Background: an optimization exercise with open tools, aiming at small area, a short achievable clock period and few clock cycles. Do not read the settings as production practice.

==> violet: inputs <==
// strobe_energy
module strobe_energy (
    input  wire        clk,
    input  wire        rst,
    input  wire        tbl_we,
    input  wire [2:0]  tbl_sel,
    input  wire [3:0]  tbl_idx,
    input  wire [31:0] tbl_data,
    input  wire        step_start,
    input  wire [15:0] step_theta,
    input  wire [10:0] step_density,
    input  wire        step_boost,
    input  wire [2:0]  step_pclass,
    input  wire [1:0]  step_nsub,
    input  wire        step_clamp,
    input  wire        dot_valid,
    output wire        dot_ready,
    input  wire [1:0]  dot_value,
    input  wire [3:0]  dot_hist,
    output wire        res_valid,
    input  wire        res_ready,
    output wire [22:0] res_energy,
    output wire [3:0]  res_mask
);
    localparam TBL_HI     = 3'd1;
    localparam TBL_LO     = 3'd2;
    localparam TBL_TARGET = 3'd3;
    localparam TBL_TEMP   = 3'd4;
    localparam TBL_SUB    = 3'd5;
    localparam TBL_BOOST  = 3'd6;
    localparam DIV_STEPS  = 3;           
    localparam DIV_CYC    = 12 / DIV_STEPS;
    reg [11:0] energy_hi [0:15];
    reg [11:0] energy_lo [0:15];
    reg [15:0] energy_target [0:1];
    reg [15:0] temp_pt [0:15];
    reg [11:0] temp_scale [0:15];
    reg [9:0]  sub_share [0:3];          
    reg [11:0] boost_tbl [0:7];
    reg        wr_we;
    reg [2:0]  wr_sel;
    reg [3:0]  wr_idx;
    reg [31:0] wr_data;
  ...
export LEC_CHECK = 0
export CAP_MARGIN = 20
export CORE_MARGIN = 2
export CORE_UTILIZATION = 65
export PLACE_DENSITY = 0.72
export SLEW_MARGIN = 20
create_clock -name core_clock -period 52.0 [get_ports {clk}]
standard.sh (not shown) runs the stock make flow with config.mk's settings and CLKGATE_MAP_FILE= SYNTH_SCRIPT=/design/flow/synth_recipe.tcl, a recipe that flattens the netlist after the stock synthesis.
==> flow/flow/run.sh <==
#!/bin/bash
# The standard layout, except that the input and output ports are buffered
# with buf_4 cells instead of the delay buffers buffer_ports picks by default.
# make's full output (which holds every tool's output) goes to flow_make.log;
# ORFS also keeps each step's log under orfs/logs/.
set -o pipefail
bash standard.sh "BUFFER_PORTS_ARGS=-buffer_cell sky130_fd_sc_hd__buf_4" finish > flow_make.log 2>&1
==> inputs of xenon, as changes to violet <==
--- a/flow/design.v
+++ b/flow/design.v
@@ -70,57 +70,25 @@
     localparam ST_UP3  = 4'd7;
     localparam ST_EK   = 4'd8;
     localparam ST_RUN  = 4'd9;
     reg [3:0]  state;
     reg [1:0]  cnt;
+    reg [15:0] theta;        
+    reg [15:0] span;         
     reg [11:0] scale;        
+    reg [27:0] dv;           
     reg [10:0] density;      
     reg [11:0] boost;        
     reg [15:0] clamp_e;      
     reg [1:0]  nsub;
     reg        clamp_on;
-    reg [20:0] e0, e1, e2, e3;
-    wire [15:0] theta = e0[15:0];    
-    wire [15:0] span  = e1[15:0];    
-    wire [27:0] dv    = {e3[6:0], e2};
-    wire [20:0] sub_e [0:3];
-    assign sub_e[0] = e0;
-    assign sub_e[1] = e1;
-    assign sub_e[2] = e2;
-    assign sub_e[3] = e3;
-    function ge16s;
-        input [15:0] a, b;
-        reg [15:0] ua, ub, g, l;
-        reg [7:0]  g1, l1;
-        reg [3:0]  g2, l2;
-        reg [1:0]  g3, l3;
-        integer    k;
-        begin
-            ua = {~a[15], a[14:0]};
-            ub = {~b[15], b[14:0]};
-            g  = ua & ~ub;
-            l  = ~ua & ub;
-            for (k = 0; k < 8; k = k + 1) begin
-                g1[k] = g[2*k+1] | (~l[2*k+1] & g[2*k]);
-                l1[k] = l[2*k+1] | (~g[2*k+1] & l[2*k]);
-            end
-            for (k = 0; k < 4; k = k + 1) begin
-                g2[k] = g1[2*k+1] | (~l1[2*k+1] & g1[2*k]);
-                l2[k] = l1[2*k+1] | (~g1[2*k+1] & l1[2*k]);
-            end
-            for (k = 0; k < 2; k = k + 1) begin
-                g3[k] = g2[2*k+1] | (~l2[2*k+1] & g2[2*k]);
-                l3[k] = l2[2*k+1] | (~g2[2*k+1] & l2[2*k]);
-            end
-            ge16s = ~(l3[1] | (~g3[1] & l3[0]));
-        end
-    endfunction
+    reg [20:0] sub_e [0:3];  
     reg [15:0] ge;
     integer i;
     always @(*) begin
         for (i = 0; i < 16; i = i + 1)
-            ge[i] = ge16s(theta, temp_pt[i]);
+            ge[i] = ($signed(theta) >= $signed(temp_pt[i]));
     end
     wire [16:0] gl = {1'b0, ge[15:1], 1'b1};
     wire [15:0] sel_lo = gl[15:0] & ~gl[16:1];
     wire [15:0] sel_hi = {sel_lo[14:0], 1'b0};
     wire [15:0] rsel = (state == ST_RDHI) ? sel_hi : sel_lo;
@@ -142,31 +110,23 @@
     wire [15:0] dt_dn  = rd_pt - theta;
     wire [11:0] ip_ds  = down ? ds_dn : ds_up[11:0];
     wire [15:0] ip_dt  = down ? dt_dn : dt_up;
     reg [27:0] dv_next;
     reg [16:0] r17;
-    reg [17:0] r_sub;
     always @(*) begin
         dv_next = dv;
         for (i = 0; i < DIV_STEPS; i = i + 1) begin
-            r17   = {dv_next[27:12], dv_next[11]};
-            r_sub = {1'b0, r17} - {2'b00, span};
-            if (!r_sub[17])
-                dv_next = {r_sub[15:0], dv_next[10:0], 1'b1};
+            r17 = {dv_next[27:12], dv_next[11]};
+            if (r17 >= {1'b0, span})
+                dv_next = {r17[15:0] - span, dv_next[10:0], 1'b1};
             else
                 dv_next = {r17[15:0], dv_next[10:0], 1'b0};
         end
     end
-    wire [11:0] part_lo = scale + {dv[11-DIV_STEPS:0], {DIV_STEPS{1'b0}}};
-    wire [11-DIV_STEPS:0] part_hi1 = part_lo[11:DIV_STEPS] + 1'b1;
-    wire [DIV_STEPS:0] low_sum = {1'b0, part_lo[DIV_STEPS-1:0]} + {1'b0, dv_next[DIV_STEPS-1:0]};
-    wire [11:0] scale_fix = {low_sum[DIV_STEPS] ? part_hi1 : part_lo[11:DIV_STEPS],
-                             low_sum[DIV_STEPS-1:0]};
     wire [11:0] boost_rd  = boost_tbl[boost[2:0]];
     wire [11:0] boost_sel = (boost[3] && boost_rd != 12'd0) ? boost_rd : 12'd1024;
     reg        in0_v, in1_v;
-    reg        rdy;          
     reg [1:0]  in0_val, in1_val;
     reg [3:0]  in0_h, in1_h;
     reg        q1_v, q1_z;
     reg [17:0] q1_x;
     reg        q2_v, q2_z;
@@ -176,21 +136,16 @@
     reg        q4_v, q4_z;
     reg [22:0] q4_x;
     reg        out_v;
     reg [22:0] out_energy;
     reg [3:0]  out_mask;
-    reg        sk_v;         
-    reg [22:0] sk_energy;    
-    reg [3:0]  sk_mask;
-    assign dot_ready  = rdy;
+    assign dot_ready  = !in1_v;
     assign res_valid  = out_v;
     assign res_energy = out_energy;
     assign res_mask   = out_mask;
     wire run      = (state == ST_RUN);
-    wire adv      = !sk_v;
-    wire push     = adv && q4_v;
-    wire pop      = out_v && res_ready;
+    wire adv      = !out_v || res_ready;
     wire ok2      = (state == ST_UP2) || (state == ST_UP3) || (state == ST_EK);
     wire ok3      = (state == ST_UP3) || (state == ST_EK);
     wire ok1      = (state == ST_UPS) || ok2;
     wire su_q3    = !q3_v;                           
     wire su_q2    = !q2_v || (ok3 && su_q3);
@@ -199,11 +154,11 @@
     wire q4_en    = run ? adv : 1'b1;
     wire q3_en    = run ? adv : su_q3;
     wire q2_en    = run ? adv : su_q2;
     wire q1_en    = run ? adv : su_q1;
     wire in_go    = in0_v && (run ? adv : su_in);
-    wire dot_acc  = dot_valid && rdy;
+    wire dot_acc  = dot_valid && !in1_v;
     wire        cls_lo = (in0_val == 2'b01);
     reg  [15:0] m1_a;
     reg  [11:0] m1_b;
     always @(*) begin
         case (state)
@@ -248,38 +203,33 @@
     always @(posedge clk) begin
         if (rst) begin
             state   <= ST_IDLE;
             in0_v   <= 1'b0;
             in1_v   <= 1'b0;
-            rdy     <= 1'b1;
             q1_v    <= 1'b0;
             q2_v    <= 1'b0;
             q3_v    <= 1'b0;
             q4_v    <= 1'b0;
             out_v   <= 1'b0;
-            sk_v    <= 1'b0;
         end else begin
             if (in_go) begin
                 in0_v <= in1_v || dot_acc;
                 in1_v <= 1'b0;
-                rdy   <= 1'b1;
             end else begin
                 in0_v <= in0_v || dot_acc;
                 in1_v <= in1_v || (in0_v && dot_acc);
-                rdy   <= !(in1_v || (in0_v && dot_acc));
             end
             if (q1_en)
                 q1_v <= in_go;
             if (q2_en)
                 q2_v <= q1_v && (run || ok2);
             if (q3_en)
                 q3_v <= q2_v && (run || ok3);
             if (q4_en)
                 q4_v <= q3_v && run;
-            if (!out_v || res_ready)
-                out_v <= sk_v || push;
-            sk_v <= sk_v ? !pop : (push && out_v && !res_ready);
+            if (adv)
+                out_v <= q4_v;
             case (state)
                 ST_IDLE, ST_RUN:
                     if (step_start)
                         state <= ST_RDLO;
                 ST_RDLO: state <= ST_RDHI;
@@ -321,69 +271,57 @@
         end
         if (q4_en) begin
             q4_z <= q3_z;
             q4_x <= s4_e;
         end
-        if (!out_v || res_ready) begin
-            out_energy <= sk_v ? sk_energy : d_energy;
-            out_mask   <= sk_v ? sk_mask : d_mask;
-        end
-        if (!sk_v) begin
-            sk_energy <= d_energy;
-            sk_mask   <= d_mask;
+        if (adv) begin
+            out_energy <= d_energy;
+            out_mask   <= d_mask;
         end
         case (state)
             ST_IDLE, ST_RUN: begin
+                theta <= step_theta;
                 if (step_start) begin
-                    e0       <= {5'd0, step_theta};
                     density  <= step_density;
                     boost    <= {8'd0, step_boost, step_pclass};
                     nsub     <= step_nsub;
                     clamp_on <= step_clamp;
                 end
             end
             ST_RDLO: begin
-                e1      <= {5'd0, rd_pt};
+                span    <= rd_pt;
                 scale   <= rd_sc;
                 boost   <= boost_sel;
                 clamp_e <= m1_p[25:10];
             end
             ST_RDHI: begin
-                e1    <= {5'd0, rd_pt - span};
+                span  <= rd_pt - span;
                 cnt   <= 2'd0;
-                e0    <= {5'd0, ip_dt};
-                e2    <= {9'd0, ip_ds};
-                e3    <= 21'd0;
+                theta <= ip_dt;
+                dv    <= {16'd0, ip_ds};
                 if (interp && down)
                     scale <= rd_sc;
                 if (!interp)
                     q1_x <= {2'd0, energy_target[0]};
             end
             ST_MUL: begin
-                e2 <= m1_p[20:0];
-                e3 <= {14'd0, m1_p[27:21]};
+                dv <= m1_p;
             end
             ST_DIV: begin
-                e2  <= dv_next[20:0];
-                e3  <= {14'd0, dv_next[27:21]};
+                dv  <= dv_next;
                 cnt <= cnt + 2'd1;
                 if (cnt == DIV_CYC - 1) begin
-                    scale <= scale_fix;
+                    scale <= scale + dv_next[11:0];
                     q1_x  <= {2'd0, energy_target[0]};
                 end
             end
             ST_UP3: begin
-                e3       <= m4_p[30:10];
+                sub_e[3] <= m4_p[30:10];
                 cnt      <= 2'd0;
             end
             ST_EK: begin
-                case (cnt)
-                    2'd0: e0 <= m4_p[30:10];
-                    2'd1: e1 <= m4_p[30:10];
-                    2'd2: e2 <= m4_p[30:10];
-                    default: e3 <= m4_p[30:10];
-                endcase
+                sub_e[cnt] <= m4_p[30:10];
                 cnt <= cnt + 2'd1;
             end
             default: ;
         endcase
     end
==> flow/run.sh (new file) <==
#!/bin/bash
# synth_recipe.tcl (not shown) runs the flow's synth.tcl, then flattens the netlist and writes it again
# the make line also repeats each setting of config.mk as NAME=value (left out here)
make -C /OpenROAD-flow-scripts/flow DESIGN_CONFIG=/design/flow/config.mk WORK_HOME=/design/flow/orfs CLKGATE_MAP_FILE= SYNTH_SCRIPT=/design/flow/synth_recipe.tcl finish
ABC_AREA = 1   (was default)
CORE_UTILIZATION = 40   (was 65)
PLACE_DENSITY = 0.6   (was 0.72)
removed: flow/flow/run.sh
removed: flow/standard.sh
==> flow_summary.yaml <==
status:
  status: "no timing/DRC/antenna violations"
layout:
  buffers: 273
  finalNonFillerCells: 13990
  fill_cells: 23180
  multi_input_area_um2: 49830
  regArea_um2: 40770
placement:
  post-place-ws_ps: 37900
  gp_congestion: 0.9394
timing:
  clock_skew_ps: 72.36
  holdWs_ps: 435.2
  setup_ws_ps: 38800
drt:
  dr_wl_met2_mm: 140.8
critical_path:
  cp-end-kind: "output port"
clock_tree:
  cts.sinks: 1385
grt:
  antenna_found_initial: 8
the above is filed under xenon

==> flow_summary.yaml <==
layout:
  multi_input_area_um2: 48200
  fill_cells: 10000
  buffers: 280
timing:
  clock_skew_ps: 67.63
status:
  status: "no timing/DRC/antenna violations"
placement:
  post-place-ws_ps: 40120
drt:
  dr_wl_met2_mm: 119.1
the above is filed under violet

No functional check of the RTL was part of any run of this note.

re-timing with driven ports:
No port has a modelled driver above. Below, the same layouts with a new extraction and two added sets of constraints. Step 1, drivers: a clkbuf_16 drives clk and a buf_2 each remaining input, both assumed. Step 2 adds t to the input delays and takes it off the output delays; t is the mean of the earliest and latest rising clock arrival at the registers after step 1. Input paths then give back, and output paths get back, about the clock's delay inside the block. Slacks: ideal / step 1 / step 2; pairs: ideal / step 1.
run	shift t [ns]	setup WS [ns]	hold slack, ns	worst setup path after step 2
violet	0.885	39.986 / 39.986 / 39.986	0.441 / 0.441 / 0.441	register to register
xenon	0.889	38.804 / 38.709 / 38.378	0.435 / 0.435 / 0.435	input to register
After both steps every run listed still meets setup and hold. For xenon, which loses most, drivers alone change the setup slack by -0.095 ns; drivers and shift together by -0.426 ns.
